Background: an optimization exercise with open tools, aiming at small area, a short achievable clock period and few clock cycles per item. Do not read the settings as production practice.
At most, simulation tests tie the RTL to the original design; equivalence was not proved.
Function not checked in run 1: the RTL went through the layout flow alone.

`config.mk`:
```
export PLATFORM = sky130hd
export DESIGN_NAME = sht_codegen
export DESIGN_NICKNAME = sht_codegen
export VERILOG_FILES = /design/flow/design.v
export SDC_FILE = /design/flow/constraint.sdc
export NUM_CORES = 4
export LEC_CHECK = 0
export ABC_AREA = 1
export CAP_MARGIN = 20
export CELL_PAD_IN_SITES_DETAIL_PLACEMENT = 2
export CELL_PAD_IN_SITES_GLOBAL_PLACEMENT = 2
export CORE_MARGIN = 2
export CORE_UTILIZATION = 30
export PLACE_DENSITY = 0.5
export SETUP_SLACK_MARGIN = 5
export SLEW_MARGIN = 20
```
`constraint.sdc`:
```
create_clock -name core_clock -period 12.0 [get_ports {clk}]
set_input_delay 2.4000 -clock core_clock [delete_from_list [all_inputs] [get_ports {clk}]]
set_output_delay 2.4000 -clock core_clock [all_outputs]
set_load 0.01 [all_outputs]
```
`design.v`:
```
module sht_sbox (input wire [7:0] a, output wire [7:0] y);
  wire U0=a[7],U1=a[6],U2=a[5],U3=a[4],U4=a[3],U5=a[2],U6=a[1],U7=a[0];
  wire T1=U0^U3, T2=U0^U5, T3=U0^U6, T4=U3^U5, T5=U4^U6, T6=T1^T5, T7=U1^U2;
  wire T8=U7^T6, T9=U7^T7, T10=T6^T7, T11=U1^U5, T12=U2^U5, T13=T3^T4, T14=T6^T11;
  wire T15=T5^T11, T16=T5^T12, T17=T9^T16, T18=U3^U7, T19=T7^T18, T20=T1^T19;
  wire T21=U6^U7, T22=T7^T21, T23=T2^T22, T24=T2^T10, T25=T20^T17, T26=T3^T16, T27=T1^T12;
  wire D=U7;
  wire M1=T13&T6, M2=T23&T8, M3=T14^M1, M4=T19&D, M5=M4^M1, M6=T3&T16, M7=T22&T9;
  wire M8=T26^M6, M9=T20&T17, M10=M9^M6, M11=T1&T15, M12=T4&T27, M13=M12^M11;
  wire M14=T2&T10, M15=M14^M11, M16=M3^M2, M17=M5^T24, M18=M8^M7, M19=M10^M15;
  wire M20=M16^M13, M21=M17^M15, M22=M18^M13, M23=M19^T25, M24=M22^M23, M25=M22&M20;
  wire M26=M21^M25, M27=M20^M21, M28=M23^M25, M29=M28&M27, M30=M26&M24, M31=M20&M23;
  wire M32=M27&M31, M33=M27^M25, M34=M21&M22, M35=M24&M34, M36=M24^M25, M37=M21^M29;
  wire M38=M32^M33, M39=M23^M30, M40=M35^M36, M41=M38^M40, M42=M37^M39, M43=M37^M38;
  wire M44=M39^M40, M45=M42^M41;
  wire M46=M44&T6, M47=M40&T8, M48=M39&D, M49=M43&T16, M50=M38&T9, M51=M37&T17;
  wire M52=M42&T15, M53=M45&T27, M54=M41&T10, M55=M44&T13, M56=M40&T23, M57=M39&T19;
  wire M58=M43&T3, M59=M38&T22, M60=M37&T20, M61=M42&T1, M62=M45&T4, M63=M41&T2;
  wire L0=M61^M62, L1=M50^M56, L2=M46^M48, L3=M47^M55, L4=M54^M58, L5=M49^M61;
  wire L6=M62^L5, L7=M46^L3, L8=M51^M59, L9=M52^M53, L10=M53^L4, L11=M60^L2;
  wire L12=M48^M51, L13=M50^L0, L14=M52^M61, L15=M55^L1, L16=M56^L0, L17=M57^L1;
  wire L18=M58^L8, L19=M63^L4, L20=L0^L1, L21=L1^L7, L22=L3^L12, L23=L18^L2;
  wire L24=L15^L9, L25=L6^L10, L26=L7^L9, L27=L8^L10, L28=L11^L14, L29=L11^L17;
  assign y[7]=L6^L24;
  assign y[6]=~(L16^L26);
  assign y[5]=~(L19^L28);
  assign y[4]=L6^L21;
  assign y[3]=L20^L22;
  assign y[2]=L25^L29;
  assign y[1]=~(L13^L27);
  assign y[0]=~(L6^L23);
endmodule
module sht_key_subword (
  input  wire [31:0] w3,
  output wire [31:0] sw
);
  sht_sbox u_s0 (.a(w3[23:16]), .y(sw[31:24]));
  sht_sbox u_s1 (.a(w3[15:8]),  .y(sw[23:16]));
  sht_sbox u_s2 (.a(w3[7:0]),   .y(sw[15:8]));
  sht_sbox u_s3 (.a(w3[31:24]), .y(sw[7:0]));
endmodule
module sht_key_expand (
  input  wire [127:0] rk_in,
  input  wire [31:0]  sw,       
  input  wire [7:0]   rcon,
  output wire [127:0] rk_out
);
  wire [31:0] w0 = rk_in[127:96];
  wire [31:0] w1 = rk_in[95:64];
  wire [31:0] w2 = rk_in[63:32];
  wire [31:0] w3 = rk_in[31:0];
  wire [31:0] t  = sw ^ {rcon, 24'h000000};
  wire [31:0] p0 = w0;
  wire [31:0] p1 = w0 ^ w1;
  wire [31:0] p2 = p1 ^ w2;
  wire [31:0] p3 = p1 ^ (w2 ^ w3);
  assign rk_out = {p0 ^ t, p1 ^ t, p2 ^ t, p3 ^ t};
endmodule
module sht_aes_sub (
  input  wire [127:0] s_in,
  output wire [127:0] sb
);
  genvar i;
  generate
    for (i = 0; i < 16; i = i + 1) begin : g_sub
      sht_sbox u_sbox (.a(s_in[127-8*i -: 8]), .y(sb[127-8*i -: 8]));
    end
  endgenerate
endmodule
module sht_aes_mix (
  input  wire [127:0] sb,
  output wire [127:0] sr,
  output wire [127:0] mc
);
  genvar i, c;
  generate
    for (i = 0; i < 16; i = i + 1) begin : g_shift
      assign sr[127-8*i -: 8] = sb[127-8*((i%4) + 4*(((i/4) + (i%4)) % 4)) -: 8];
    end
    for (c = 0; c < 4; c = c + 1) begin : g_mix
      wire [7:0] a0 = sr[127-32*c -: 8];
      wire [7:0] a1 = sr[119-32*c -: 8];
      wire [7:0] a2 = sr[111-32*c -: 8];
      wire [7:0] a3 = sr[103-32*c -: 8];
      wire [7:0] b0 = a0 ^ a1;
      wire [7:0] b1 = a1 ^ a2;
      wire [7:0] b2 = a2 ^ a3;
      wire [7:0] b3 = a3 ^ a0;
      wire [7:0] t  = b0 ^ b2;
      wire [7:0] d0 = {b0[6:0], 1'b0} ^ (b0[7] ? 8'h1b : 8'h00);
      wire [7:0] d1 = {b1[6:0], 1'b0} ^ (b1[7] ? 8'h1b : 8'h00);
      wire [7:0] d2 = {b2[6:0], 1'b0} ^ (b2[7] ? 8'h1b : 8'h00);
      wire [7:0] d3 = {b3[6:0], 1'b0} ^ (b3[7] ? 8'h1b : 8'h00);
      assign mc[127-32*c -: 8] = a0 ^ t ^ d0;
      assign mc[119-32*c -: 8] = a1 ^ t ^ d1;
      assign mc[111-32*c -: 8] = a2 ^ t ^ d2;
      assign mc[103-32*c -: 8] = a3 ^ t ^ d3;
    end
  endgenerate
endmodule
module sht_codegen (
  input  wire         clk,
  input  wire         rst,           
  input  wire [127:0] key,           
  input  wire         req_valid,
  output wire         req_ready,
  input  wire         req_fixed,     
  input  wire [31:0]  req_frame,     
  input  wire [31:0]  req_salt,      
  input  wire [5:0]   req_addr,      
  input  wire [23:0]  req_train,     
  input  wire [5:0]   req_pulses,    
  input  wire [4:0]   req_window,    
  output wire         off_valid,
  input  wire         off_ready,
  output wire [9:0]   off_data,      
  output wire         off_last,      
  output reg  [15:0]  keychk,
  output reg          keychk_valid
);
  reg         b_valid;
  reg  [93:0] base;          
  reg  [1:0]  b_lastblk;     
  reg  [2:0]  b_lastcnt;     
  reg  [4:0]  b_win;
  reg         b_fixed;
  reg  [1:0]  jblk;          
  reg  [1:0]   ini;          
  reg  [4:0]   c;            
  reg  [127:0] s;            
  reg  [127:0] x;            
  reg  [127:0] rk;           
  reg  [31:0]  w;            
  reg  [31:0]  wk;           
  reg          chk_pending;  
  reg          ja_v, ja_chk, ja_last, ja_fixed;
  reg  [2:0]   ja_cnt;       
  reg  [4:0]   ja_win;
  reg          jb_v, jb_last, jb_fixed;
  reg  [2:0]   jb_cnt;
  reg  [4:0]   jb_win;
  reg  [127:0] oa, ob;
  reg  [3:0]   oa_rem, ob_rem;      
  reg  [2:0]   oa_slot, ob_slot;    
  reg          oa_last, ob_last;    
  reg  [4:0]   oa_win, ob_win;
  reg          oa_fixed, ob_fixed;
  reg          ev;
  reg  [15:0]  er;
  reg  [4:0]   ew;
  reg          ef, el;
  reg          ov;
  reg  [9:0]   od;
  reg          ol;
  wire [127:0] sb, sr, mc;
  wire [31:0]  sw;
  wire [127:0] rk_next;
  reg  [7:0]   rcon;
  sht_aes_sub     u_sub (.s_in(s), .sb(sb));
  sht_aes_mix     u_mix (.sb(x), .sr(sr), .mc(mc));
  sht_key_subword u_ksw (.w3(rk[31:0]), .sw(sw));
  wire first_step = (c == 5'd1);
  sht_key_expand u_kex (
    .rk_in (first_step ? key : rk),
    .sw    (first_step ? wk : w),
    .rcon  (rcon),
    .rk_out(rk_next)
  );
  always @(*) begin
    case (c)
      5'd1:    rcon = 8'h01;
      5'd3:    rcon = 8'h02;
      5'd5:    rcon = 8'h04;
      5'd7:    rcon = 8'h08;
      5'd9:    rcon = 8'h10;
      5'd11:   rcon = 8'h20;
      5'd13:   rcon = 8'h40;
      5'd15:   rcon = 8'h80;
      5'd17:   rcon = 8'h1b;
      5'd19:   rcon = 8'h36;
      default: rcon = 8'h00;
    endcase
  end
  wire [127:0] s_round = mc ^ rk;    
  wire [127:0] s_final = sr ^ rk;    
  wire oa_empty = (oa_rem == 4'd0);
  wire ob_empty = (ob_rem == 4'd0);
  wire at_a     = (c == 5'd0);
  wire at_b     = (c == 5'd1);
  wire hold     = ini[1] || (at_a && !(oa_empty && ob_empty));
  wire adv      = !hold;
  wire ld_a     = at_a && adv;
  wire take     = b_valid && ((ld_a && !chk_pending) || at_b);
  wire ld_lastb = (jblk == b_lastblk);
  wire take_last = take && ld_lastb;
  wire b_load   = !b_valid || take_last;
  assign req_ready = b_load;
  wire [5:0]   pulses_m1 = req_pulses - 6'd1;
  wire [127:0] pt = (at_a && chk_pending) ? 128'd0 : {base, 32'd0, jblk};
  wire         o_adv = !ov || off_ready;
  wire         e_adv = !ev || o_adv;
  wire         sel_a = !oa_empty;
  wire [15:0]  ra    = oa[16*oa_slot +: 16];
  wire [15:0]  rb    = ob[16*ob_slot +: 16];
  wire [20:0]  prod  = er * ew;
  always @(posedge clk) begin
    if (rst) begin
      b_valid      <= 1'b0;
      jblk         <= 2'd0;
      ini          <= 2'd2;
      c            <= 5'd0;
      chk_pending  <= 1'b1;
      ja_v         <= 1'b0;
      jb_v         <= 1'b0;
      keychk_valid <= 1'b0;
      oa_rem       <= 4'd0;
      ob_rem       <= 4'd0;
      ev           <= 1'b0;
      ov           <= 1'b0;
    end else begin
      if (b_load) begin
        b_valid   <= req_valid;
        base      <= {req_frame, req_salt, req_addr, req_train};
        b_lastblk <= pulses_m1[4:3];
        b_lastcnt <= pulses_m1[2:0];
        b_win     <= req_window;
        b_fixed   <= req_fixed;
      end
      if (take)
        jblk <= ld_lastb ? 2'd0 : jblk + 2'd1;
      if (ini == 2'd2) begin
        rk  <= key;
        ini <= 2'd1;
      end else if (ini == 2'd1) begin
        wk  <= sw;
        ini <= 2'd0;
      end
      if (adv) begin
        c <= (c == 5'd19) ? 5'd0 : c + 5'd1;
        x <= sb;
        if (at_a || at_b)
          s <= pt ^ key;
        else
          s <= s_round;
        if (c[0])
          rk <= rk_next;
        else if (c != 5'd0)
          w <= sw;
      end
      if (ld_a) begin
        if (ja_v && ja_chk) begin
          keychk       <= s_final[15:0];
          keychk_valid <= 1'b1;
        end
        if (ja_v && !ja_chk) begin
          oa       <= s_final;
          oa_rem   <= {1'b0, ja_cnt} + 4'd1;
          oa_slot  <= 3'd0;
          oa_last  <= ja_last;
          oa_win   <= ja_win;
          oa_fixed <= ja_fixed;
        end
        ja_v     <= chk_pending || b_valid;
        ja_chk   <= chk_pending;
        ja_last  <= ld_lastb;
        ja_cnt   <= ld_lastb ? b_lastcnt : 3'd7;
        ja_win   <= b_win;
        ja_fixed <= b_fixed;
        chk_pending <= 1'b0;
      end
      if (at_b) begin
        if (jb_v) begin
          ob       <= s_final;
          ob_rem   <= {1'b0, jb_cnt} + 4'd1;
          ob_slot  <= 3'd0;
          ob_last  <= jb_last;
          ob_win   <= jb_win;
          ob_fixed <= jb_fixed;
        end
        jb_v     <= b_valid;
        jb_last  <= ld_lastb;
        jb_cnt   <= ld_lastb ? b_lastcnt : 3'd7;
        jb_win   <= b_win;
        jb_fixed <= b_fixed;
      end
      if (o_adv) begin
        ov <= ev;
        od <= ef ? 10'd0 : prod[20:11];
        ol <= el;
      end
      if (e_adv) begin
        ev <= !oa_empty || !ob_empty;
        if (sel_a) begin
          er      <= ra;
          ew      <= oa_win;
          ef      <= oa_fixed;
          el      <= oa_last && (oa_rem == 4'd1);
          oa_slot <= oa_slot + 3'd1;
          oa_rem  <= oa_rem - 4'd1;
        end else begin
          er      <= rb;
          ew      <= ob_win;
          ef      <= ob_fixed;
          el      <= ob_last && (ob_rem == 4'd1);
          if (!ob_empty) begin
            ob_slot <= ob_slot + 3'd1;
            ob_rem  <= ob_rem - 4'd1;
          end
        end
      end
    end
  end
  assign off_valid = ov;
  assign off_data  = od;
  assign off_last  = ol;
endmodule
```
`run.sh`:
```
#!/bin/bash
# synth_recipe.tcl (not shown) runs the flow's synth.tcl, then flattens the netlist and writes it again
# the make line also repeats each setting of config.mk as NAME=value (left out here)
make -C /OpenROAD-flow-scripts/flow DESIGN_CONFIG=/design/flow/config.mk WORK_HOME=/design/flow/orfs CLKGATE_MAP_FILE= SYNTH_SCRIPT=/design/flow/synth_recipe.tcl finish
```
==> summary.md, run 1 <==
| Metric | Value |
|---|---|
| Clk Latency, worst-skew pair | 810 ps |
| Worst min-delay path class | flip-flop to flip-flop |
| Complex-gate fraction of the synthesized area | 5.97% |
| CTS Buffer Depth | 3 |
| Xor and xnor area share after synthesis | 14.1% |
| RSZ-0062 raised after global routing | false |
| Largest net degree at the start of global routing | 142 |
| Synth area leader | edfxtp_1 |
| Die width | 527 um |
| Most frequent cells in the layout | nand2_1, nand3_1, inv_1, edfxtp_1, xor2_1 |
| Final-report hold violation count | 0 |
| Vias in the first global route | 85,800 |
| Syn Inst Count | 11,900 |
| WL met1 | 176 mm |
| Syn nets | 12,300 |
| Critical path launch point type | flip-flop |
| Pins Over Slew Limit | 0 |
| Clk slew on worst S/H paths | 60 ps |
| Final WL | 390 mm |
| Worst Tran Pin Value | 1220 ps |
| Core area | 273,000 um2 |
| Layout cell share with drive strength beyond 1 | 6.94% |
| Clk root buf | clkbuf_16 |
| Syn_area_per_cell | 6.91 um2 |
| Crit path capture type | output port |
| ANT nets after route | 0 |
| Post-layout instance area | 92,700 um2 |
| #FFs+latches synth | 932 |
| Number of synthesized flops with an enable pin | 900 |
| CTS Buf Count | 118 |
| Post-CTS Setup Inserts | 0 |
| Port bufs | 266 |
| Hold buffer count at CTS | 0 |
| Slack of the worst reg-to-reg path | 6870 ps |
| Post-route DRC | 0 |
| Most common cell after layout, fill and taps aside | nand2_1 |
| Final WS setup | 5400 ps |
| GRT Total Usage | 27.5% |
| Top routing layer in use | met5 |
| Slew Limit Headroom | 18.2% |
| # Max-Cap Violations | 0 |
| Mapped Area | 82,200 um2 |
| Die H | 527 um |
| Setup TNS | 0 ps |
| Asr flop ratio synth | 0% |
| Cell Rows | 192 |
| Placed Area | 88,600 um2 |
| DR vias | 80,600 |
| Synth Area in Simple Gates | 36.6% |
| Vias/cell | 5.11 |
| Final Cycle Share | 55.0% |
| Worst setup path category | flip-flop to output port |
| Crit path from | c[3]$_SDFFE_PP0N_ |
| Largest family of logic cells by synthesized area | simple AND/OR/NAND/NOR gates |
| CP endpoint | req_ready |
| Starting DRT DRC Count | 4,327 |
| First-pass GRT wire length | 570 mm |
| Layout area overhead | 12.7% |
| Gpl congestion | 0.909 |
| Finish-stage setup viols | 0 |
| I/O pins | 268 |
| Fmax | 151 MHz |
| Origin of the critical flop-to-flop path | c[1]$_SDFFE_PP0N_ |
| Tmin final | 6600 ps |
| WP data arrival | 4200 ps |
| TritonCTS clock tree | yes |
| DR WL met3 | 11.2 mm |
| Synth top area share | 32.9% |
| Dpl ws | 5480 ps |
| Layout fillers | 32,400 |
| Synth area leaders | edfxtp_1, nand2_1, xor2_1, nand3_1, xnor2_1 |
| Nets | 12,400 |
| Netlist cell types | 60 |
| Antenna violations before repair | 41 |
| Die footprint | 278,000 um2 |
| Reg-to-reg endpoint | rk[26]$_DFFE_PN_ |
| WL per Instance | 24.7 um |
| Worst-path fanout max | 6 |
| Initial Util | 30.1% |
| CTS Sinks | 932 |
| Multi-input gate area | 48,900 um2 |
| Gr ovfl total | 0 |
| H-tree level count | 3 |
| Status | finished clean |
| Required time worst endpoint | 9600 ps |
| Dominant synthesized flop cell | edfxtp_1 |
| Ys Warns | 1 |
| Post-route clock skew | 85.1 ps |
| Worst Reg-to-Reg Cells | 13 |
| Synth Area in Adders | 2.23% |
| Final HPWL DP | 321 mm |
| First-pass DRT Iterations | 5 |
| Post-synthesis sequential area ratio | 33.7% |
| Mux cell area share after synthesis | 0.499% |
| Register area | 27,700 um2 |
| Met2 wire len | 188 mm |
[metal layers]
metal,vias to the layer above,global-route usage [%]
met5,-,0
met4,14,9.54
met3,410,2.06
met2,1223,47.5
met1,40600,35.8
li1,38300,-
[registers in the layout (all words and copies together) (netlist names), 32 cells and up]
name and cells:
base 94, oa 128, ob 128, rk 128
s 128, w 32, wk 32, x 128
[synth_stat cells, drive strengths merged (3+ instances only)]
library cell     n
nand2         5350
nor3             9
nor3b            4
nand3b          39
nor2           511
buf            103
xor2           733
nand3         1112
o211ai          60
o22ai            9
fa              41
xnor2          557
and2             3
a22oi            4
o221ai           4
a21oi          147
dfxtp           32
nand4           81
o21a            28
clkinv           4
edfxtp         900
clkbuf         186
ha              81
o21ai          546
inv           1155
mux2i           41
or2             75
a31oi           48
o32ai           32
[layout make-up]
| cell class | count | share of cell area, % |
|---|---|---|
| Antenna cell | 13 | 0.0351 |
| Clock inverter | 78 | 0.976 |
| Tap cell | 3589 | 4.85 |
| Multi-Input combinational cell | 9524 | 52.8 |
| Timing Repair Buffer | 329 | 3.43 |
| Sequential cell | 932 | 29.9 |
| Clock buffer | 142 | 3.33 |
| Inverter | 1159 | 4.72 |
[cell families (layout without fill, tap and decap cells)]
kind of cell    Yosys count  in the layout
fa+ha+maj               122            122
mux                      41             41
compound gates          884            884
flops                   932            932
simple gates           7187           7187
other cells               0             13
buf+inv                1448           1708
xor+xnor               1290           1290
[critical path, stage by stage (launching register included)]
cell and delay [ps]:
dfxtp_1 330, nor2_1 300, nand3_1 290, o21ai_2 440, inv_1 200, nand2_1 190, nor2_1 90, o21ai_0 300
nor2_1 100, nor2_2 540, inv_1 110, clkdlybuf4s50_1 510
[worst min path at each step]
stage | from | to | cells past startpoint | slack, ps
2_1_floorplan | ja_fixed$_DFFE_PP_ | oa_fixed$_DFFE_PP_ | 0 | 400
3_3_place_gp | jb_win[1]$_DFFE_PP_ | ob_win[1]$_DFFE_PP_ | 0 | 400
3_5_place_dp | ja_last$_DFFE_PP_ | oa_last$_DFFE_PP_ | 0 | 410
4_1_cts | ja_win[1]$_DFFE_PP_ | oa_win[1]$_DFFE_PP_ | 0 | 420
5_1_grt | jb_win[2]$_DFFE_PP_ | ob_win[2]$_DFFE_PP_ | 0 | 420
6_report | jb_win[2]$_DFFE_PP_ | ob_win[2]$_DFFE_PP_ | 0 | 420
[metrics by stage]
step	util [%]	hold slack [ps]	instances
finish	33.9	421	15800
global route	33.9	425	15800
CTS	33.9	420	15800
detailed placement	32.4	406	15500
global placement	32.4	401	15500
floorplan	-	400	11900
[what timing repair did]
| item | CTS | global route |
|---|---|---|
| endpoints found under the hold margin | 0 | 0 |
| gates cloned | 0 | 0 |
| resized for setup | 2 | 1 |
| setup endpoints to repair | 1 | 1 |
==> run 2, diff against run 1 <==
--- a/design.v
+++ b/design.v
@@ -132,5 +132,9 @@
   reg  [127:0] rk;           
   reg  [31:0]  w;            
-  reg  [31:0]  wk;           
+  reg  [127:0] rk1;          
+  reg          go_q;         
+  reg          adv_q;        
+  reg          ld_q;         
+  reg          rdy_q;        
   reg          chk_pending;  
   reg          ja_v, ja_chk, ja_last, ja_fixed;
@@ -160,14 +164,7 @@
   sht_aes_mix     u_mix (.sb(x), .sr(sr), .mc(mc));
   sht_key_subword u_ksw (.w3(rk[31:0]), .sw(sw));
-  wire first_step = (c == 5'd1);
-  sht_key_expand u_kex (
-    .rk_in (first_step ? key : rk),
-    .sw    (first_step ? wk : w),
-    .rcon  (rcon),
-    .rk_out(rk_next)
-  );
+  sht_key_expand u_kex (.rk_in(rk), .sw(w), .rcon(rcon), .rk_out(rk_next));
   always @(*) begin
     case (c)
-      5'd1:    rcon = 8'h01;
       5'd3:    rcon = 8'h02;
       5'd5:    rcon = 8'h04;
@@ -179,5 +176,5 @@
       5'd17:   rcon = 8'h1b;
       5'd19:   rcon = 8'h36;
-      default: rcon = 8'h00;
+      default: rcon = 8'h01;     
     endcase
   end
@@ -188,14 +185,23 @@
   wire at_a     = (c == 5'd0);
   wire at_b     = (c == 5'd1);
-  wire hold     = ini[1] || (at_a && !(oa_empty && ob_empty));
-  wire adv      = !hold;
+  wire adv      = adv_q;
   wire ld_a     = at_a && adv;
   wire take     = b_valid && ((ld_a && !chk_pending) || at_b);
   wire ld_lastb = (jblk == b_lastblk);
   wire take_last = take && ld_lastb;
-  wire b_load   = !b_valid || take_last;
-  assign req_ready = b_load;
+  wire b_load   = rdy_q;      
+  assign req_ready = rdy_q;
   wire [5:0]   pulses_m1 = req_pulses - 6'd1;
-  wire [127:0] pt = (at_a && chk_pending) ? 128'd0 : {base, 32'd0, jblk};
+  wire [1:0]   ini_d  = (ini != 2'd0) ? ini - 2'd1 : 2'd0;
+  wire [4:0]   c_d    = !adv ? c : (c == 5'd19) ? 5'd0 : c + 5'd1;
+  wire         go_d   = oa_empty && ob_empty;
+  wire         chk_d  = chk_pending && !ld_a;
+  wire         bv_d   = b_load ? req_valid : b_valid;
+  wire [1:0]   jblk_d = take ? (ld_lastb ? 2'd0 : jblk + 2'd1) : jblk;
+  wire [1:0]   lb_d   = b_load ? pulses_m1[4:3] : b_lastblk;
+  wire         adv_d  = (ini_d == 2'd0 || ini_d == 2'd1) && (c_d != 5'd0 || go_d);
+  wire         rdy_d  = !bv_d || ((jblk_d == lb_d) &&
+                        ((c_d == 5'd0 && adv_d && !chk_d) || c_d == 5'd1));
+  wire [127:0] pt = chk_pending ? 128'd0 : {base, 32'd0, jblk};
   wire         o_adv = !ov || off_ready;
   wire         e_adv = !ev || o_adv;
@@ -208,6 +214,10 @@
       b_valid      <= 1'b0;
       jblk         <= 2'd0;
-      ini          <= 2'd2;
+      ini          <= 2'd3;
       c            <= 5'd0;
+      go_q         <= 1'b0;
+      adv_q        <= 1'b0;
+      ld_q         <= 1'b0;
+      rdy_q        <= 1'b1;
       chk_pending  <= 1'b1;
       ja_v         <= 1'b0;
@@ -219,4 +229,9 @@
       ov           <= 1'b0;
     end else begin
+      ini   <= ini_d;
+      go_q  <= go_d;
+      adv_q <= adv_d;
+      ld_q  <= (c_d == 5'd0) || (c_d == 5'd1);
+      rdy_q <= rdy_d;
       if (b_load) begin
         b_valid   <= req_valid;
@@ -229,19 +244,20 @@
       if (take)
         jblk <= ld_lastb ? 2'd0 : jblk + 2'd1;
-      if (ini == 2'd2) begin
+      if (ini == 2'd3)
         rk  <= key;
-        ini <= 2'd1;
-      end else if (ini == 2'd1) begin
-        wk  <= sw;
-        ini <= 2'd0;
-      end
+      if (ini == 2'd2)
+        w   <= sw;
+      if (ini == 2'd1)
+        rk1 <= rk_next;
+      c <= c_d;
       if (adv) begin
-        c <= (c == 5'd19) ? 5'd0 : c + 5'd1;
         x <= sb;
-        if (at_a || at_b)
+        if (ld_q)
           s <= pt ^ key;
         else
           s <= s_round;
-        if (c[0])
+        if (at_b)
+          rk <= rk1;
+        else if (c[0])
           rk <= rk_next;
         else if (c != 5'd0)
--- a/config.mk
+++ b/config.mk
@@ -6,5 +6,4 @@
 export NUM_CORES = 4
 export LEC_CHECK = 0
-export ABC_AREA = 1
 export CAP_MARGIN = 20
 export CELL_PAD_IN_SITES_DETAIL_PLACEMENT = 2
==> summary.md, run 2 <==
| Metric | Value |
|---|---|
| Clk Latency, worst-skew pair | 830 ps (+20 ps) |
| Vias in the first global route | 69,100 (-19%) |
| Slowest cell on the critical path | edfxtp_1 |
| Die width | 526 um (-0.36%) |
| Initial Util | 30.1% (+0.044 points) |
| Status | finished clean |
| WP buf/inv | 0 (-3) |
| WP depth | 16 (+5) |
| Syn_area_per_cell | 9.86 um2 (+43%) |
| Clk root buf | clkbuf_16 |
| First-pass GRT wire length | 523 mm (-8.3%) |
| Ys Warns | 1 (unchanged) |
| Vias/cell | 5.44 (+6.5%) |
| Worst-path fanout max | 14 (+8) |
| Slew Limit Headroom | 11.4% (-6.8 points) |
| Mapped Area | 81,600 um2 (-0.73%) |
| Largest net degree at the start of global routing | 115 (-19%) |
| Core area | 271,000 um2 (-0.87%) |
| Layout cell share with drive strength beyond 1 | 8.47% (+1.5 points) |
| Nets | 8,689 (-30%) |
| Final HPWL DP | 279 mm (-13%) |
| Port bufs | 266 (unchanged) |
| WL per Instance | 30.4 um (+23%) |
| CTS Buffer Depth | 4 (+1) |
| RSZ-0062 raised after global routing | false |
| Die footprint | 276,000 um2 (-0.72%) |
| Cell family with most CP delay | XOR/XNOR gates |
| I/O pins | 268 (unchanged) |
| Fmax | 154 MHz (+1.5%) |
| Post-synthesis sequential area ratio | 37.5% (+3.9 points) |
| Starting DRT DRC Count | 4,936 (+14%) |
| CTS Buf Count | 141 (+19%) |
| Netlist cell types | 110 (+83%) |
| H-tree level count | 4 (+1) |
| Final WL | 365 mm (-6.5%) |
| Critical path launch point type | flip-flop |
| Pins Over Slew Limit | 0 (unchanged) |
| Synth top cells by count | xnor2_1, edfxtp_1, nand2_1 |
| Finish-stage setup viols | 0 (unchanged) |
| Antenna violations before repair | 18 (-56%) |
| Worst min-delay path class | flip-flop to flip-flop |
| Final-report hold violation count | 0 (unchanged) |
| Syn nets | 8,632 (-30%) |
| Cell mode on critical path | xnor2_1 |
| Layout area overhead | 13.4% |
| Post-route DRC | 0 (unchanged) |
| Most common cell after layout, fill and taps aside | xnor2_1 |
| Gr ovfl total | 0 (unchanged) |
| Setup TNS | 0 ps (unchanged) |
| TritonCTS clock tree | yes |
| Worst Tran Pin Value | 1320 ps (+96.4 ps) |
| Synth area leaders | edfxtp_1, xnor2_1, xor2_1, nand2_1, a21oi_1 |
| Gpl congestion | 0.861 (-5.4%) |
| Dominant synthesized flop cell | edfxtp_1 |
| Synth area leader | edfxtp_1 |
| Min-Delay Path Depth | 0 (unchanged) |
| Worst setup path category | flip-flop to flip-flop |
| #FFs+latches synth | 1,031 (+11%) |
| WP data arrival | 6990 ps (+2790 ps) |
| Final Cycle Share | 54.2% (-0.82 points) |
| Clk slew on worst S/H paths | 60 ps (about the same) |
| Count leader, synth | xnor2_1 |
| Largest stage delay, worst path | 800 ps (+260 ps) |
| Cell Rows | 191 (-0.52%) |
| Tmin final | 6500 ps (-98.0 ps) |
| Worst Reg-to-Reg Cells | 16 (+3) |
| Synth top area share | 36.7% (+3.8 points) |
| # Max-Cap Violations | 0 (unchanged) |
| GRT Total Usage | 25.7% (-1.8 points) |
| Hold buffer count at CTS | 0 (unchanged) |
| CP cell instances | xor2_2, xor2_2, xnor2_1, ha_1, xor2_1, xnor2_1, xor2_1, xor2_2, nor2_1, a221oi_2, nand2_1, a2111oi_4, xnor2_1, xor2_1, xnor2_2, xnor2_1 |
| Die H | 526 um (-0.36%) |
| First-pass DRT Iterations | 5 (unchanged) |
| Syn Inst Count | 8,274 (-30%) |
| Post-route clock skew | 56.8 ps (-28.3 ps) |
| Asr flop ratio synth | 0% (unchanged) |
| Crit path capture type | flip-flop |
| ANT nets after route | 0 (unchanged) |
| CTS Sinks | 1,031 (+11%) |
| DR vias | 65,400 (-19%) |
| Required time worst endpoint | 12,490 ps (+2890 ps) |
| Most frequent cells in the layout | xnor2_1, edfxtp_1, nand2_1, xor2_1, a21oi_1 |
| Number of synthesized flops with an enable pin | 996 (+11%) |
[run 2: layout make-up]
class	instances	area (um2)
antenna	8	20.0
inverter	147	556
clock inverter	80	756
clock buffer	169	3650
timing repair buffer	444	4020
sequential	1031	30600
multi-input combinational	6566	48500
fill	29300	178000
tap	3570	4470
[run 2: stage by stage]
stage / instance area [um2] / cells / setup WS (ps) / hold slack (ps) / util (%)
floorplan: 81600 / 8274 / 3490 / 400 / -
global placement: 88000 / 11800 / 5460 / 401 / 32.5
detailed placement: 88000 / 11800 / 5310 / 406 / 32.5
CTS: 92400 / 12000 / 5270 / 410 / 34.1
global route: 92500 / 12000 / 5140 / 421 / 34.2
finish: 92600 / 12000 / 5500 / 411 / 34.2
[run 2: cell families after synthesis]
family | share of synthesized area, %
AO/OA/AOI/OAI | 15.5
buffers and inverters | 3.39
multiplexers | 3.47
XOR/XNOR | 26.4
adder cells (fa/ha/maj) | 2.40
flip-flops | 37.5
AND/OR/NAND/NOR | 11.3
[run 2: path summary, 6_finish.rpt]
check / to / start / slack [ps]
worst max register to register: x[20]$_DFFE_PP_ / s[23]$_DFFE_PP_ / 5500
worst min-delay path: oa_win[0]$_DFFE_PP_ / ja_win[0]$_DFFE_PP_ / 410
worst max-delay path: x[20]$_DFFE_PP_ / s[23]$_DFFE_PP_ / 5500
worst min register to register: oa_win[0]$_DFFE_PP_ / ja_win[0]$_DFFE_PP_ / 410
[run 2: layer usage]
| layer | GRT usage (%) | share of wire (%) | vias to the layer above |
|---|---|---|---|
| li1 | - | - | 29700 |
| met1 | 35.4 | 46 | 34200 |
| met2 | 43.3 | 48 | 1192 |
| met3 | 2.52 | 3.4 | 296 |
| met4 | 5.86 | 2.5 | 6 |
| met5 | 0 | 0.010 | - |
[run 2: what timing repair did]
| action | in CTS | in global routing |
|---|---|---|
| endpoints found under the hold margin | 0 | 0 |
| resized for setup | 0 | 1 |
| buffers inserted | 0 | 0 |
| endpoints found under the setup margin | 0 | 1 |
Testbench counts of run 2, summed over its fixed seeds: cycles 37,634, items 25,639.
==> run 3, diff against run 2 <==
--- a/config.mk
+++ b/config.mk
@@ -6,4 +6,5 @@
 export NUM_CORES = 4
 export LEC_CHECK = 0
+export ABC_AREA = 1
 export CAP_MARGIN = 20
 export CELL_PAD_IN_SITES_DETAIL_PLACEMENT = 2
==> summary.md, run 3 <==
| Metric | Value |
|---|---|
| WL per Instance | 26.0 um (-14%) |
| Crit path capture type | flip-flop |
| Mapped Area | 81,000 um2 (-0.80%) |
| Die width | 523 um (-0.40%) |
| Vias in the first global route | 77,700 (+12%) |
| Vias/cell | 5.07 (-6.9%) |
| TritonCTS clock tree | yes |
| Worst setup path category | flip-flop to flip-flop |
| Status | finished clean |
| Post-layout instance area | 91,700 um2 (-0.96%) |
| Die footprint | 274,000 um2 (-0.79%) |
| Final-report hold violation count | 0 (unchanged) |
| Clk slew on worst S/H paths | 60 ps (about the same) |
| H-tree level count | 4 (unchanged) |
| First-pass DRT Iterations | 5 (unchanged) |
| Setup TNS | 0 ps (unchanged) |
| # Max-Cap Violations | 0 (unchanged) |
| Worst-path fanout max | 11 (-3) |
| Clk Latency, worst-skew pair | 830 ps (about the same) |
| Hold path startpoint | jb_win[2]$_DFFE_PP_ |
| Placed Area | 87,400 um2 (-0.74%) |
| Layout area overhead | 13.2% |
| Final WS setup | 6730 ps (+1240 ps) |
| Most common cell after layout, fill and taps aside | nand2_1 |
| Multi-input gate area | 45,100 um2 (-7.0%) |
| Hold buffer count at CTS | 0 (unchanged) |
| Gpl congestion | 0.885 (+2.9%) |
| Syn Inst Count | 10,600 (+28%) |
| Crit path from | rk[24]$_DFFE_PN_ |
| Final HPWL DP | 304 mm (+9.1%) |
| Synth top cells by count | nand2_1, inv_1, edfxtp_1 |
| Critical path launch point type | flip-flop |
| Netlist cell types | 60 (-45%) |
| Synth area leader | edfxtp_1 |
| Register area | 30,600 um2 (about the same) |
| Syn nets | 10,900 (+27%) |
| Ys Warns | 1 (unchanged) |
| Synth top area share | 36.9% (+0.29 points) |
| I/O pins | 268 (unchanged) |
| Fmax | 190 MHz (+23%) |
| Tmin final | 5270 ps (-1240 ps) |
| Port bufs | 266 (unchanged) |
| CTS Sinks | 1,031 (unchanged) |
| Most frequent cells in the layout | nand2_1, inv_1, edfxtp_1, xor2_1, nand3_1 |
| Final Util | 34.2% (about the same) |
| Dominant synthesized flop cell | edfxtp_1 |
| Initial Util | 30.2% (+0.051 points) |
| Slew Limit Headroom | 6.99% (-4.4 points) |
| Nets | 11,100 (+28%) |
| Syn_area_per_cell | 7.66 um2 (-22%) |
| RSZ-0062 raised after global routing | false |
| Die H | 523 um (-0.40%) |
| Placed cell count | 14,100 (+20%) |
| Post-CTS Setup Inserts | 0 (unchanged) |
| ANT nets after route | 0 (unchanged) |
| Final Cycle Share | 43.9% (-10 points) |
| Slack of the worst reg-to-reg path | 6730 ps (+1240 ps) |
| Layout fillers | 30,900 (+5.4%) |
| Count leader, synth | nand2_1 |
| Post-synthesis sequential area ratio | 37.8% (+0.30 points) |
| Antenna violations before repair | 28 (+10) |
| Worst Tran Pin Value | 1400 ps (+75.6 ps) |
| CTS Buffer Depth | 3 (-1) |
| DR vias | 73,000 (+12%) |
| Post-route DRC | 0 (unchanged) |
| Dpl ws | 6190 ps (+879 ps) |
| Origin of the critical flop-to-flop path | rk[24]$_DFFE_PN_ |
| Required time worst endpoint | 12,580 ps (+90 ps) |
| WP data arrival | 5840 ps (-1150 ps) |
| Post-cts resize count | 0 (unchanged) |
| #FFs+latches synth | 1,031 (unchanged) |
| Final WL | 375 mm (+2.8%) |
| Pins Over Slew Limit | 0 (unchanged) |
| Largest net degree at the start of global routing | 130 (+13%) |
| GRT Total Usage | 26.9% (+1.2 points) |
| Worst min-delay path class | flip-flop to flip-flop |
| CTS Buf Count | 135 (-4.3%) |
| Number of synthesized flops with an enable pin | 996 (unchanged) |
| Asr flop ratio synth | 0% (unchanged) |
| First-pass GRT wire length | 540 mm (+3.2%) |
| Synth area leaders | edfxtp_1, nand2_1, xor2_1, xnor2_1, nand3_1 |
| Layout cell share with drive strength beyond 1 | 5.31% (-3.2 points) |
| Gr ovfl total | 0 (unchanged) |
| Cell Rows | 190 (-0.52%) |
| Final std cells w/o fill | 14,400 (+20%) |
| Core area | 268,000 um2 (-0.96%) |
| Post-route clock skew | 34.8 ps (-21.9 ps) |
| Clk root buf | clkbuf_16 |
| Finish-stage setup viols | 0 (unchanged) |
| Starting DRT DRC Count | 4,283 (-13%) |
[run 3: worst paths after layout]
kind / end / cells past startpoint
max: w[5]$_DFFE_PN_ / 26
min: ob_win[2]$_DFFE_PP_ / 0
max reg2reg: w[5]$_DFFE_PN_ / 26
min reg2reg: ob_win[2]$_DFFE_PP_ / 0
[run 3: kinds of logic (layout without fill, tap and decap cells)]
kind of cell | after synthesis | after routing | share of synthesized area (%)
fa+ha+maj | 120 | 120 | 2.23
mux | 59 | 59 | 0.730
xor+xnor | 1651 | 1651 | 18.5
simple gates | 5394 | 5394 | 27.4
other cells | 0 | 10 | 0
flops | 1031 | 1031 | 37.8
compound gates | 931 | 931 | 6.65
buf+inv | 1377 | 1652 | 6.66
[run 3: per-layer routing]
layer / share of wire (%) / track usage (%)
met3: 3.1 / 2.22
met4: 3.5 / 8.99
met5: 0.011 / 0
met1: 45 / 35.3
met2: 49 / 46.6
[run 3: final cells by class]
class / count / share of cell area (%)
Antenna cell: 10 / 0.0273
Clock buffer: 172 / 3.86
Clock inverter: 71 / 0.733
Inverter: 1070 / 4.40
Multi-Input combinational cell: 8155 / 49.1
Sequential cell: 1031 / 33.4
Tap cell: 3552 / 4.85
Timing Repair Buffer: 339 / 3.59
[run 3: stage by stage]
step | hold WS, ps
CTS | 415
global route | 423
global placement | 402
floorplan | 400
detailed placement | 406
finish | 414
[run 3: critical path: stages, from the launching register on]
cell,delay (ps)
edfxtp_1,730
clkinv_1,450
nand3_1,220
nand2_1,190
xor2_1,270
ha_1,290
xor2_1,200
o21bai_1,140
nand2_1,110
inv_1,60
nand2_1,40
nand2_1,200
inv_1,100
nand2_1,90
nand2_1,70
nor2_1,290
nand2_1,120
nand3_1,150
inv_1,80
nand2_1,60
nand2_1,130
inv_1,130
nand2_1,70
nand3_1,100
nand3_1,450
nand2_1,210
inv_1,50
==> run 4, diff against run 3 <==
==> flow/run.sh (new file) <==
#!/bin/bash
# Own layout flow: the standard flow (standard.sh), except that the
# synthesis maps the combinational logic with an area-oriented ABC script
# (flow/abc.script) that keeps the XOR gates of the AES datapath as XOR
# cells. Registers are mapped before ABC runs, so they are the standard
# synthesis's. Each step's output goes to a log file in this folder.
set -euo pipefail
W=$(pwd)
export FLOW_ABC_SCRIPT="$W/flow/abc.script"
export FLOW_REF_SYNTH="$W/synth_recipe.tcl"
bash standard.sh SYNTH_SCRIPT="$W/flow/synth_abc.tcl" synth > "$W/synth.log" 2>&1
bash standard.sh ${FLOW_EXTRA_VARS:-} > "$W/layout.log" 2>&1
==> flow/abc.script (new file) <==
strash
dch
map -a
topo
==> flow/synth_abc.tcl (new file) <==
# The standard flow's synthesis script (synth_recipe.tcl), with ABC's mapping script
# replaced by flow/abc.script. Everything else, flip-flop mapping included,
# is unchanged.
proc abc {args} {
  set i [lsearch -exact $args -script]
  if { $i >= 0 } {
    lset args [expr { $i + 1 }] $::env(FLOW_ABC_SCRIPT)
  }
  yosys abc {*}$args
}
source $::env(FLOW_REF_SYNTH)
==> standard.sh (new file) <==
#!/bin/bash
# synth_recipe.tcl (not shown) runs the flow's synth.tcl, then flattens the netlist and writes it again
# the make line also repeats each setting of config.mk as NAME=value (left out here)
make -C /OpenROAD-flow-scripts/flow DESIGN_CONFIG=/design/flow/config.mk WORK_HOME=/design/flow/orfs CLKGATE_MAP_FILE= SYNTH_SCRIPT=/design/flow/synth_recipe.tcl "${@:-finish}"
removed: run.sh
==> summary.md, run 4 <==
| Metric | Value |
|---|---|
| Status | finished clean |
| GRT Total Usage | 25.5% (-1.4 points) |
| Synth area leaders | edfxtp_1, xor2_1, xnor2_1, nand2_1, nor2_1 |
| DR vias | 54,800 (-25%) |
| Slack of the worst reg-to-reg path | 5690 ps (-1040 ps) |
| RSZ-0062 raised after global routing | false |
| Initial Util | 30.2% (-0.035 points) |
| Final HPWL DP | 238 mm (-22%) |
| Final Cycle Share | 52.6% (+8.7 points) |
| Worst Tran Pin Value | 1130 ps (-269 ps) |
| Post-route clock skew | 37.0 ps (+2.12 ps) |
| WL per Instance | 28.0 um (+7.7%) |
| Final Util | 35.2% (+1.0 points) |
| Layout cell share with drive strength beyond 1 | 6.35% (+1.0 points) |
| Vias/cell | 5.05 (-0.31%) |
| Slew Limit Headroom | 24.6% (+18 points) |
| Hold path startpoint | ja_fixed$_DFFE_PP_ |
| CTS Buf Count | 137 (+1.5%) |
| First-pass GRT wire length | 432 mm (-20%) |
| Die H | 484 um (-7.4%) |
| Final WL | 304 mm (-19%) |
| Number of synthesized flops with an enable pin | 996 (unchanged) |
| Worst Reg-to-Reg Cells | 27 (+3.8%) |
| ANT nets after route | 0 (unchanged) |
| Synth area leader | edfxtp_1 |
| Post-cts resize count | 0 (unchanged) |
| CTS Buffer Depth | 3 (unchanged) |
| WP data arrival | 6860 ps (+1020 ps) |
| Antenna violations before repair | 41 (+46%) |
| Final WS setup | 5690 ps (-1040 ps) |
| Synth top area share | 43.2% (+6.2 points) |
| Vias in the first global route | 57,500 (-26%) |
| Crit path capture type | flip-flop |
| Port bufs | 266 (unchanged) |
| Cell mode on critical path | clkinv_1 |
| Final-report hold violation count | 0 (unchanged) |
| Dominant synthesized flop cell | edfxtp_1 |
| Setup TNS | 0 ps (unchanged) |
| Critical path launch point type | flip-flop |
| Core area | 230,000 um2 (-14%) |
| Syn nets | 7,588 (-31%) |
| Slowest cell on the critical path | a2111oi_0 |
| TritonCTS clock tree | yes |
| Ys Warns | 1 (unchanged) |
| Clk Latency, worst-skew pair | 810 ps (-20 ps) |
| Syn_area_per_cell | 9.58 um2 (+25%) |
| CTS Sinks | 1,031 (unchanged) |
| Placed cell count | 10,600 (-25%) |
| Count leader, synth | xor2_1 |
| Asr flop ratio synth | 0% (unchanged) |
| Most common cell after layout, fill and taps aside | xor2_1 |
| # Max-Cap Violations | 0 (unchanged) |
| Post-route DRC | 0 (unchanged) |
| Required time worst endpoint | 12,550 ps (-30 ps) |
| Worst-path fanout max | 14 (+3) |
| Netlist cell types | 40 (-33%) |
| Gpl congestion | 0.837 (-5.5%) |
| I/O pins | 268 (unchanged) |
| #FFs+latches synth | 1,031 (unchanged) |
| Post-CTS Setup Inserts | 0 (unchanged) |
| Most frequent cells in the layout | xor2_1, nand2_1, edfxtp_1, xnor2_1, nor2_1 |
| Die footprint | 235,000 um2 (-14%) |
| Worst setup path category | flip-flop to flip-flop |
| Dpl ws | 5580 ps (-611 ps) |
| Origin of the critical flop-to-flop path | ew[3]$_DFFE_PP_ |
| Tmin final | 6310 ps (+1040 ps) |
| First-pass DRT Iterations | 7 (+2) |
| Layout area overhead | 16.8% |
| Clk root buf | clkbuf_16 |
| Min-Delay Path Depth | 0 (unchanged) |
| Hold Crit Endpoint | oa_fixed$_DFFE_PP_ |
| Syn Inst Count | 7,230 (-32%) |
| H-tree level count | 4 (unchanged) |
| Hold buffer count at CTS | 0 (unchanged) |
| Pins Over Slew Limit | 0 (unchanged) |
| Fmax | 159 MHz (-16%) |
| Post-synthesis sequential area ratio | 44.2% (+6.4 points) |
| Nets | 8,062 (-27%) |
| Cell Rows | 176 (-7.4%) |
| Largest net degree at the start of global routing | 136 (+4.6%) |
| Starting DRT DRC Count | 3,524 (-18%) |
| Reg-to-reg endpoint | od[7]$_SDFFCE_PP0P_ |
| Clk slew on worst S/H paths | 60 ps (about the same) |
| Die width | 484 um (-7.4%) |
| Final std cells w/o fill | 10,900 (-25%) |
| Worst min-delay path class | flip-flop to flip-flop |
| Gr ovfl total | 0 (unchanged) |
| Largest stage delay, worst path | 630 ps (-100 ps) |
| Mapped Area | 69,300 um2 (-14%) |
| Finish-stage setup viols | 0 (unchanged) |
| Synth top cells by count | xor2_1, nand2_1, edfxtp_1 |
-- run 4: cell type report --
| class | instances | area (um2) |
|---|---|---|
| antenna | 10 | 25.0 |
| clock buffer | 167 | 3600 |
| clock inverter | 82 | 888 |
| fill | 25100 | 149000 |
| inverter | 604 | 2300 |
| multi-input combinational | 5595 | 36500 |
| sequential | 1031 | 30600 |
| tap | 3026 | 3790 |
| timing repair buffer | 335 | 3190 |
-- run 4: metrics by stage --
| stage | hold slack, ps | area, um2 |
|---|---|---|
| final | 411 | 80900 |
| after CTS | 414 | 80900 |
| after global placement | 401 | 76300 |
| after global routing | 420 | 80900 |
| after floorplan | 400 | 69300 |
| after detailed placement | 405 | 76400 |
-- run 4: critical path: cells and delay by family (launching register included) --
family | cells | cell delay, ps
AOI/OAI and AO/OA | 9 | 1980
adders and majority gates | 4 | 1760
buffers and inverters | 7 | 970
DFF | 1 | 400
and+or+nand+nor | 7 | 940
-- run 4: logic make-up after synthesis --
| family | synth area share (%) |
|---|---|
| xor+xnor | 26.3 |
| mux | 0.708 |
| compound gates | 10.3 |
| buf+inv | 3.27 |
| simple gates | 12.6 |
| flops | 44.2 |
| fa+ha+maj | 2.61 |
-- run 4: worst max-delay path by stage --
stage / startpoint / end / slack (ps) / cells past startpoint
floorplan: c[1]$_SDFF_PP0_ / rk[120]$_DFFE_PN_ / 5210 / 7
global placement: ew[3]$_DFFE_PP_ / od[7]$_SDFFCE_PP0P_ / 5650 / 27
detailed placement: ew[3]$_DFFE_PP_ / od[7]$_SDFFCE_PP0P_ / 5580 / 27
CTS: ew[3]$_DFFE_PP_ / od[7]$_SDFFCE_PP0P_ / 5470 / 27
global route: ew[3]$_DFFE_PP_ / od[7]$_SDFFCE_PP0P_ / 5000 / 27
finish: ew[3]$_DFFE_PP_ / od[7]$_SDFFCE_PP0P_ / 5690 / 27
-- run 4: routing by layer --
metal  up-vias  routed length [um]  track usage (%)
met4         2                6910             5.77
met2      1057              145000             43.0
met1     28100              141000             35.1
li1      25400                   -                -
met5         -                  13                0
met3       238               10900             2.63
==> run 5, diff against run 4 <==
--- a/flow/run.sh
+++ b/flow/run.sh
@@ -10,3 +10,3 @@
 export FLOW_REF_SYNTH="$W/synth_recipe.tcl"
 bash standard.sh SYNTH_SCRIPT="$W/flow/synth_abc.tcl" synth > "$W/synth.log" 2>&1
-bash standard.sh ${FLOW_EXTRA_VARS:-} > "$W/layout.log" 2>&1
+bash standard.sh SETUP_SLACK_MARGIN=8 finish > "$W/layout.log" 2>&1
==> summary.md, run 5 <==
| Metric | Value |
|---|---|
| Clk slew on worst S/H paths | 60 ps (about the same) |
| Tmin final | 4880 ps (-1430 ps) |
| Layout cell share with drive strength beyond 1 | 38.6% (+32 points) |
| Most common cell after layout, fill and taps aside | edfxtp_1 |
| Crit path capture type | flip-flop |
| CTS Buffer Depth | 3 (unchanged) |
| Finish-stage setup viols | 0 (unchanged) |
| WL per Instance | 29.7 um (+6.0%) |
| Worst setup path category | flip-flop to flip-flop |
| Post-layout instance area | 106,000 um2 (+31%) |
| Critical path launch point type | flip-flop |
| Initial Util | 30.2% (unchanged) |
| ANT nets after route | 0 (unchanged) |
| Die footprint | 235,000 um2 (unchanged) |
| Syn Inst Count | 7,230 (unchanged) |
| Setup TNS | 0 ps (unchanged) |
| WHS | 417 ps (+5.56 ps) |
| I/O pins | 268 (unchanged) |
| Largest stage delay, worst path | 520 ps (-110 ps) |
| Worst min-delay path class | flip-flop to flip-flop |
| Starting DRT DRC Count | 3,812 (+8.2%) |
| Cell Rows | 176 (unchanged) |
| Synth area leader | edfxtp_1 |
| Syn nets | 7,588 (unchanged) |
| GRT Total Usage | 27.7% (+2.2 points) |
| H-tree level count | 4 (unchanged) |
| Netlist cell types | 40 (unchanged) |
| First-pass GRT wire length | 472 mm (+9.4%) |
| Slowest cell on the critical path | fa_1 |
| Required time worst endpoint | 12,540 ps (about the same) |
| Status | finished clean |
| Synth area leaders | edfxtp_1, xor2_1, xnor2_1, nand2_1, nor2_1 |
| #FFs+latches synth | 1,031 (unchanged) |
| Clk root buf | clkbuf_16 |
| Vias/cell | 5.08 (+0.57%) |
| Worst Tran Pin Value | 1260 ps (+131 ps) |
| RSZ-0062 raised after global routing | true |
| Placed Area | 76,600 um2 (+0.25%) |
| Count leader, synth | xor2_1 |
| Slew Limit Headroom | 15.9% (-8.8 points) |
| Final Cycle Share | 40.6% (-12 points) |
| Vias in the first global route | 64,500 (+12%) |
| Clk Latency, worst-skew pair | 810 ps (about the same) |
| Largest net degree at the start of global routing | 129 (-5.1%) |
| Die H | 484 um (unchanged) |
| Dominant synthesized flop cell | edfxtp_1 |
| Most frequent cells in the layout | edfxtp_1, buf_4, xor2_1, nand2_1, nor2_1 |
| CTS Sinks | 1,031 (unchanged) |
| # Max-Cap Violations | 0 (unchanged) |
| Gpl congestion | 0.852 (+1.9%) |
| Synth top cells by count | xor2_1, nand2_1, edfxtp_1 |
| Nets | 9,215 (+14%) |
| WP data arrival | 5420 ps (-1440 ps) |
| DR vias | 61,000 (+11%) |
| First-pass DRT Iterations | 5 (-2) |
| Number of synthesized flops with an enable pin | 996 (unchanged) |
| Final-report hold violation count | 0 (unchanged) |
| Syn_area_per_cell | 9.58 um2 (unchanged) |
| Fmax | 205 MHz (+29%) |
| Synth top area share | 43.2% (unchanged) |
| Asr flop ratio synth | 0% (unchanged) |
| Worst-path fanout max | 5 (-9) |
| Mapped Area | 69,300 um2 (unchanged) |
| Die width | 484 um (unchanged) |
| Post-route DRC | 0 (unchanged) |
| TritonCTS clock tree | yes |
| Layout area overhead | 52.5% |
| CTS Buf Count | 138 (+0.73%) |
| Pins Over Slew Limit | 0 (unchanged) |
| Core area | 230,000 um2 (unchanged) |
| Final WL | 357 mm (+17%) |
| Post-synthesis sequential area ratio | 44.2% (unchanged) |
| Gr ovfl total | 0 (unchanged) |
| Final HPWL DP | 236 mm (-0.59%) |
| Post-route clock skew | 41.2 ps (+4.20 ps) |
| Port bufs | 266 (unchanged) |
| Ys Warns | 1 (unchanged) |
| Antenna violations before repair | 33 (-20%) |
-- run 5: cell counts after synthesis --
Identical to the previous run, type by type.
-- run 5: critical path, delay by kind of cell (launching register included) --
family | cells | cell delay [ps]
compound gates | 9 | 1360
fa+ha+maj | 4 | 1690
buf+inv | 6 | 580
flops | 1 | 440
simple gates | 7 | 540
-- run 5: cell families after synthesis --
family,Yosys count,share of synthesized area (%)
buf+inv,604,3.27
mux,49,0.708
flops,1031,44.2
compound gates,1217,10.3
xor+xnor,2081,26.3
fa+ha+maj,120,2.61
simple gates,2128,12.6
-- run 5: metal layers --
layer  vias up  part of all wire [%]  wire length, um  track usage (%)
met1     32100                    43           153000             37.2
met2      1237                    50           178000             47.3
met3       394                   3.6            13000             2.61
met4         2                   3.6            12700             8.06
met5         -                0.0053               19                0
li1      27300                     -                -                -
-- run 5: timing repair --
item	4_1_cts	5_1_grt
setup endpoints to repair	465	352
hold buffers	0	0
buffers inserted	795	364
gates resized for setup	1951	1009
pin swaps	698	738
-- run 5: per-stage QoR --
stage | setup slack [ps] | std cells | util (%)
6_report | 7120 | 12000 | 46.0
5_1_grt | 6880 | 12000 | 46.0
4_1_cts | 6800 | 11600 | 42.1
3_5_place_dp | 5670 | 10600 | 33.3
3_3_place_gp | 5660 | 10600 | 33.3
2_1_floorplan | 5420 | 7230 | -
-- run 5: layout make-up --
type	count	area, um2
diodes	9	22.5
flip-flops and latches	1031	30600
clock buffers	176	3710
multi-input cells	5595	51100
fillers	23100	124000
repair buffers	1487	13000
clock inverters	73	672
well taps	3026	3790
inverters	604	2780
-- run 5: final timing paths --
| check | startpoint | to | slack (ps) | cells after the start |
|---|---|---|---|---|
| worst min-delay path | jb_win[0]$_DFFE_PP_ | ob_win[0]$_DFFE_PP_ | 420 | 0 |
| worst max register to register | ew[2]$_DFFE_PP_ | od[8]$_SDFFCE_PP0P_ | 7120 | 26 |
| worst max-delay path | ew[2]$_DFFE_PP_ | od[8]$_SDFFCE_PP0P_ | 7120 | 26 |
| worst min register to register | jb_win[0]$_DFFE_PP_ | ob_win[0]$_DFFE_PP_ | 420 | 0 |
==> run 6, diff against run 5 <==
==> flow/abc.script (replaced) <==
strash
&get -n
&dch -f
&nf
&put
==> summary.md, run 6 <==
| Metric | Value |
|---|---|
| Status | finished clean |
| I/O pins | 268 (unchanged) |
| Mapped Area | 69,100 um2 (-0.18%) |
| CTS Sinks | 1,031 (unchanged) |
| Netlist cell types | 52 (+30%) |
| Most common cell after layout, fill and taps aside | edfxtp_1 |
| Layout cell share with drive strength beyond 1 | 38.6% (-0.047 points) |
| Fmax | 212 MHz (+3.6%) |
| Cell Rows | 176 (unchanged) |
| Nets | 8,064 (-12%) |
| DR vias | 53,600 (-12%) |
| Antenna violations before repair | 30 (-9.1%) |
| Slew Limit Headroom | 18.2% (+2.3 points) |
| Final Cycle Share | 39.2% (-1.4 points) |
| Number of synthesized flops with an enable pin | 996 (unchanged) |
| Syn_area_per_cell | 11.3 um2 (+18%) |
| Initial Util | 30.1% (about the same) |
| Clk root buf | clkbuf_16 |
| First-pass DRT Iterations | 7 (+2) |
| TritonCTS clock tree | yes |
| Tmin final | 4710 ps (-171 ps) |
| M2 GR Usage | 46.4% (-0.90 points) |
| Met3 Track Usage GR | 2.61% (unchanged) |
| Port bufs | 266 (unchanged) |
| Hold buffer count at CTS | 0 (unchanged) |
| Syn nets | 6,481 (-15%) |
| Vias/cell | 4.94 (-2.8%) |
| Die H | 484 um (about the same) |
| Core area | 229,000 um2 (about the same) |
| Layout area overhead | 52.0% |
| Clk slew on worst S/H paths | 60 ps (about the same) |
| Worst setup path category | flip-flop to flip-flop |
| Worst Tran Pin Value | 1220 ps (-39.7 ps) |
| Synth Area in Simple Gates | 9.17% (-3.4 points) |
| Complex-gate fraction of the synthesized area | 5.80% (-4.5 points) |
| Final std cells w/o fill | 10,900 (-9.5%) |
| GRT Total Usage | 26.9% (-0.84 points) |
| Synth top area share | 43.3% (+0.079 points) |
| H-tree level count | 4 (unchanged) |
| Grt met1 use | 35.7% (-1.5 points) |
| Largest family of logic cells by synthesized area | XOR/XNOR gates |
| Die width | 484 um (about the same) |
| Final WL | 337 mm (-5.6%) |
| Count leader, synth | xnor2_1 |
| Syn Inst Count | 6,123 (-15%) |
| CTS Buf Count | 140 (+1.4%) |
| Post-synthesis sequential area ratio | 44.3% (+0.081 points) |
| Worst-path fanout max | 11 (+6) |
| Most frequent cells in the layout | edfxtp_1, buf_4, xnor2_1, nand2_1, xor2_1 |
| RSZ-0062 raised after global routing | true |
| Final-report hold violation count | 0 (unchanged) |
| Asr flop ratio synth | 0% (unchanged) |
| Mux cell area share after synthesis | 4.35% (+3.6 points) |
| CTS Buffer Depth | 3 (unchanged) |
| #FFs+latches synth | 1,031 (unchanged) |
| Synth Area in Adders | 2.62% (+0.0048 points) |
| Synth top cells by count | xnor2_1, edfxtp_1, xor2_1 |
| Clk Latency, worst-skew pair | 810 ps (about the same) |
| Synth area leaders | edfxtp_1, xnor2_1, xor2_1, nand2_1, nor2_1 |
| Starting DRT DRC Count | 3,112 (-18%) |
| Vias in the first global route | 57,000 (-12%) |
| Dominant synthesized flop cell | edfxtp_1 |
| ANT nets after route | 0 (unchanged) |
| First-pass GRT wire length | 446 mm (-5.4%) |
| Ys Warns | 1 (unchanged) |
| Gr busiest metal | met2 |
| Gr ovfl total | 0 (unchanged) |
| Worst min-delay path class | flip-flop to flip-flop |
| Xor and xnor area share after synthesis | 33.1% (+6.8 points) |
| Post-route DRC | 0 (unchanged) |
| Finish-stage setup viols | 0 (unchanged) |
| Gpl congestion | 0.853 (about the same) |
| Critical path launch point type | flip-flop |
| Largest net degree at the start of global routing | 129 (unchanged) |
| Die footprint | 234,000 um2 (-0.18%) |
| Final HPWL DP | 229 mm (-3.2%) |
| Crit path capture type | flip-flop |
| Post-route clock skew | 34.2 ps (-6.92 ps) |
| Setup TNS | 0 ps (unchanged) |
| Required time worst endpoint | 12,530 ps (about the same) |
| Placed cell count | 9,508 (-10%) |
| WL per Instance | 31.0 um (+4.3%) |
| WP data arrival | 5240 ps (-180 ps) |
| Synth area leader | edfxtp_1 |
| # Max-Cap Violations | 0 (unchanged) |
| Pins Over Slew Limit | 0 (unchanged) |
run 6: per-layer routing:
layer | vias to the layer above | part of all wire [%]
met2 | 1055 | 50
met5 | - | 0.012
met1 | 28400 | 43
met4 | 6 | 3.3
met3 | 322 | 3.3
li1 | 23800 | -
run 6: path summary, 6_finish.rpt:
path / from / endpoint / slack (ps) / cells after the start
worst max-delay path: ew[3]$_DFFE_PP_ / od[8]$_SDFFCE_PP0P_ / 7290 / 19
worst min-delay path: ja_win[1]$_DFFE_PP_ / oa_win[1]$_DFFE_PP_ / 420 / 0
worst max register to register: ew[3]$_DFFE_PP_ / od[8]$_SDFFCE_PP0P_ / 7290 / 19
worst min register to register: ja_win[1]$_DFFE_PP_ / oa_win[1]$_DFFE_PP_ / 420 / 0
run 6: layout make-up:
type	count	area, um2
flip-flops and latches	1031	30600
repair buffers	1441	12800
diodes	17	42.5
clock inverters	88	837
fillers	22500	124000
clock buffers	164	3680
inverters	129	512
multi-input cells	4963	52800
well taps	3026	3790
run 6: cells by family after synthesis:
| group | count (synthesis) |
|---|---|
| buffers and inverters | 129 |
| flip-flops | 1031 |
| adder cells (fa/ha/maj) | 120 |
| AO/OA/AOI/OAI | 688 |
| XOR/XNOR | 2476 |
| multiplexers | 215 |
| AND/OR/NAND/NOR | 1464 |
run 6: through the flow:
step	setup WS, ps	hold WS, ps	instance area, um2	util (%)
6_report	7290	417	105000	45.8
5_1_grt	7060	429	105000	45.8
4_1_cts	7240	418	96300	42.0
3_5_place_dp	6120	405	76500	33.4
3_3_place_gp	6170	401	76500	33.3
2_1_floorplan	2520	400	69200	-
run 6: what timing repair did:
action,CTS,global route
endpoints found under the setup margin,314,262
resized for setup,1507,889
setup buffers,720,362
pin swaps,692,631
run 6: critical path: stages, from the launching register on:
cell and delay, ps:
edfxtp_1 500, buf_4 230, and2_0 170, fa_1 470, fa_1 500, clkinv_1 80, fa_1 480, clkinv_1 60
ha_1 300, a21oi_2 160, o21ai_2 80, a21oi_2 180, inv_2 60, a21oi_2 180, o21ai_2 100, a31o_1 200
a21o_1 190, a21oi_2 200, xor2_2 220, nor2_1 80

[static timing again, ports no longer ideal]
In the flow no input, the clock included, has a driving cell. The finished layouts below were timed again as built, in two steps. Step 1 (the two cells are an assumption about what drives the block):
set clk [get_ports {clk}]
set_driving_cell -lib_cell sky130_fd_sc_hd__clkbuf_16 $clk
set_driving_cell -lib_cell sky130_fd_sc_hd__buf_2 [delete_from_list [all_inputs] $clk]
Step 2 also shifts input and output timing later by t, the mid clock arrival at the registers, as if the neighbouring blocks saw the same clock. Slacks: ideal ports / drivers / drivers and shift; pairs: ideal ports / drivers.
run | t, ns | setup WS [ns] | hold WS [ns] | worst setup path at the end | worst register clock-pin slew, ns
run 1 | 0.868 | 5.397 / 5.297 / 6.042 | 0.421 / 0.421 / 0.421 | input to register | 0.07 / 0.07
run 2 | 0.912 | 5.495 / 5.495 / 5.495 | 0.411 / 0.411 / 0.411 | register to register | 0.08 / 0.08
run 3 | 0.915 | 6.733 / 6.733 / 6.332 | 0.414 / 0.414 / 0.414 | input to register | 0.07 / 0.07
run 4 | 0.887 | 5.693 / 5.693 / 5.693 | 0.411 / 0.411 / 0.411 | register to register | 0.07 / 0.07
run 5 | 0.885 | 7.122 / 7.122 / 7.122 | 0.417 / 0.417 / 0.417 | register to register | 0.07 / 0.07
run 6 | 0.877 | 7.293 / 7.293 / 7.230 | 0.417 / 0.417 / 0.417 | input to register | 0.07 / 0.07
After both steps every run listed still meets setup and hold. For run 3, which loses most, drivers alone change the setup slack by 0.000 ns; drivers and shift together by -0.401 ns.
